From an optimization exercise on the open Yosys and OpenROAD flow, aimed at small area, a short achievable clock period and few clock cycles per item; shortcuts taken in it are not production practice.
In this exercise RTL edits were held to simulation tests only and were not proved equivalent to the original.

==> flow/design.v (excerpt) <==
module skim_pixel (
    input  wire        clk,
    input  wire        rst,           
    input  wire        in_valid,
    output reg         in_ready,
    input  wire [13:0] in_code,       
    input  wire        in_ovr,        
    input  wire [15:0] in_tapm_ofs,   
    input  wire [15:0] in_tapm_gain,  
    input  wire [15:0] in_dark,       
    input  wire [15:0] in_gain,       
    input  wire        in_dead,       
    input  wire        in_bypass,     
    input  wire        in_last,       
    output reg         out_valid,
    input  wire        out_ready,
    output reg  [15:0] out_pix,
    output reg         out_sat,       
    output reg         out_dead,      
    output reg         out_nsat,      
    output reg         out_last
);
Size: about 2400 cells after synthesis, roughly 180 flip-flops, roughly 110 I/O pins, about 25000 um2 of cells after synthesis.
Settings: LEC_CHECK=0, CAP_MARGIN=20, CORE_MARGIN=2, CORE_UTILIZATION=40, CTS_BUF_LIST=sky130_fd_sc_hd__clkbuf_8, SLEW_MARGIN=20, SYNTH_HIERARCHICAL=1; clock period 60.0 ns.
standard.sh (not shown) runs the stock make flow with config.mk's settings and CLKGATE_MAP_FILE= SYNTH_SCRIPT=/design/flow/synth_recipe.tcl, a recipe that flattens the netlist after the stock synthesis.
==> flow/flow/run.sh <==
#!/bin/bash
# The standard layout (standard synthesis included), with timing repair
# aiming at a 13 ns period instead of leaving the clock's 47 ns of slack unused,
# and faster port buffers. Each step's full output goes to ORFS's own logs
# under orfs/logs; make's output goes to standard.log.
set -euo pipefail
bash standard.sh SETUP_SLACK_MARGIN=47 "BUFFER_PORTS_ARGS=-buffer_cell sky130_fd_sc_hd__buf_2" finish > standard.log 2>&1
Testbench counts at the start, summed over its fixed seeds: cycles 32,733, items 30,720.
Edit:
--- a/flow/flow/run.sh
+++ b/flow/flow/run.sh
@@ -6,2 +6,2 @@
 set -euo pipefail
-bash standard.sh SETUP_SLACK_MARGIN=47 "BUFFER_PORTS_ARGS=-buffer_cell sky130_fd_sc_hd__buf_2" finish > standard.log 2>&1
+bash standard.sh SETUP_SLACK_MARGIN=47 "BUFFER_PORTS_ARGS=-buffer_cell sky130_fd_sc_hd__buf_1" finish > standard.log 2>&1
CTS_BUF_LIST = unset   (was sky130_fd_sc_hd__clkbuf_8)
CTS_CLUSTER_SIZE = 80   (was unset)
Effect:
- The changed run completed with no timing, DRC or antenna violations
- synthesized area stays the same
- die area is unchanged
- core utilization barely changes
- setup slack improves by 120 ps

========
skim_pixel again, from the RTL that the note above started with.
Settings: LEC_CHECK=0, CAP_MARGIN=20, CORE_MARGIN=2, CORE_UTILIZATION=40, SLEW_MARGIN=20, SYNTH_HIERARCHICAL=1; clock period 60.0 ns.
==> flow/flow/run.sh <==
#!/bin/bash
# The standard layout (standard synthesis included), with timing repair
# aiming at a 13 ns period instead of leaving the clock's 47 ns of slack unused,
# and faster port buffers. Each step's full output goes to ORFS's own logs
# under orfs/logs; make's output goes to standard.log.
set -euo pipefail
bash standard.sh SETUP_SLACK_MARGIN=47 "BUFFER_PORTS_ARGS=-buffer_cell sky130_fd_sc_hd__buf_2" finish > standard.log 2>&1
Testbench counts at the start, summed over its fixed seeds: cycles 32,733, items 30,720.
Then changed:
- CORE_UTILIZATION: 40 -> 60
The new run completed without violations.
Fmax barely changes.
Via count decreases by 0.66%.
Worst hold slack barely changes.
Wire length decreases by 4.8%.

========
## before
skim_pixel, a different RTL version from the one above (not shown whole).
For scale: ~180 flip-flops, about 110 I/O pins.
export LEC_CHECK = 0
export CAP_MARGIN = 20
export CORE_MARGIN = 2
export CORE_UTILIZATION = 40
export CTS_CLUSTER_DIAMETER = 400
export CTS_CLUSTER_SIZE = 100
export SLEW_MARGIN = 20
export SYNTH_HIERARCHICAL = 1
create_clock -name core_clock -period 60.0 [get_ports {clk}]
==> flow/flow/run.sh <==
#!/bin/bash
# The standard layout (standard synthesis included), with timing repair
# aiming at a 13 ns period instead of leaving the clock's 47 ns of slack unused,
# and small, fast port buffers. Each step's full output goes to ORFS's own logs
# under orfs/logs; make's output goes to standard.log.
set -euo pipefail
bash standard.sh SETUP_SLACK_MARGIN=47 "BUFFER_PORTS_ARGS=-buffer_cell sky130_fd_sc_hd__buf_1" finish > standard.log 2>&1
before finished every step from synthesis to the final layout, and the layout passed the timing, DRC and antenna checks.
Testbench counts of before, summed over its fixed seeds: cycles 32,733, items 30,720.
What after does differently from before at the input level:
# before
export LEC_CHECK = 0
export CAP_MARGIN = 20
export CORE_MARGIN = 2
export CORE_UTILIZATION = 40
export CTS_CLUSTER_DIAMETER = 400
export CTS_CLUSTER_SIZE = 100
export SLEW_MARGIN = 20
export SYNTH_HIERARCHICAL = 1
create_clock -name core_clock -period 60.0 [get_ports {clk}]
# after
export LEC_CHECK = 0
export CAP_MARGIN = 0
export CORE_MARGIN = 2
export CORE_UTILIZATION = 40
export SLEW_MARGIN = 0
export SYNTH_HIERARCHICAL = 1
create_clock -name core_clock -period 60.0 [get_ports {clk}]
==> notes.md <==
- The sum of routed wire length over all layers of after and that of before are within noise of each other.
- after: no failed stages, no open violations at the end
- As far as design area is concerned, before and after perform about the same.

[port drivers added, routing unchanged]
No port has a modelled driver above. Below, the same layouts with a new extraction and two added sets of constraints. Step 1 sets driving cells, clkbuf_16 on the clock port and buf_2 on the other inputs (assumed; they add their load-dependent delay and slew). Step 2, shift: input delay + t, output delay - t, t = (earliest + latest rising clock arrival at the registers) / 2. This alone moves slack from input paths to output paths. a / b / c = ideal / step 1 / step 2; a / b = the first two.
| run | shift t [ns] | setup WS [ns] | hold slack, ns | worst setup path after step 2 | worst slew at a driven data input, ns |
|---|---|---|---|---|---|
| the first run of note 1 | 0.617 | 46.762 / 46.708 / 46.752 | 0.430 / 0.430 / 0.430 | input to register | 0.06 |
| the second run of note 1 | 0.555 | 46.878 / 46.822 / 46.716 | 0.427 / 0.427 / 0.427 | input to register | 0.06 |
| the first run of note 2 | 0.542 | 46.875 / 46.818 / 46.745 | 0.422 / 0.422 / 0.422 | input to register | 0.06 |
| the second run of note 2 | 0.518 | 46.864 / 46.807 / 46.687 | 0.421 / 0.421 / 0.421 | input to register | 0.05 |
| before | 0.553 | 46.853 / 46.798 / 46.668 | 0.421 / 0.421 / 0.421 | input to register | 0.04 |
| after | 0.554 | 46.838 / 46.783 / 46.666 | 0.421 / 0.421 / 0.421 | input to register | 0.04 |
After both steps every run listed still meets setup and hold. For before, which loses most, drivers alone change the setup slack by -0.055 ns; drivers and shift together by -0.185 ns.
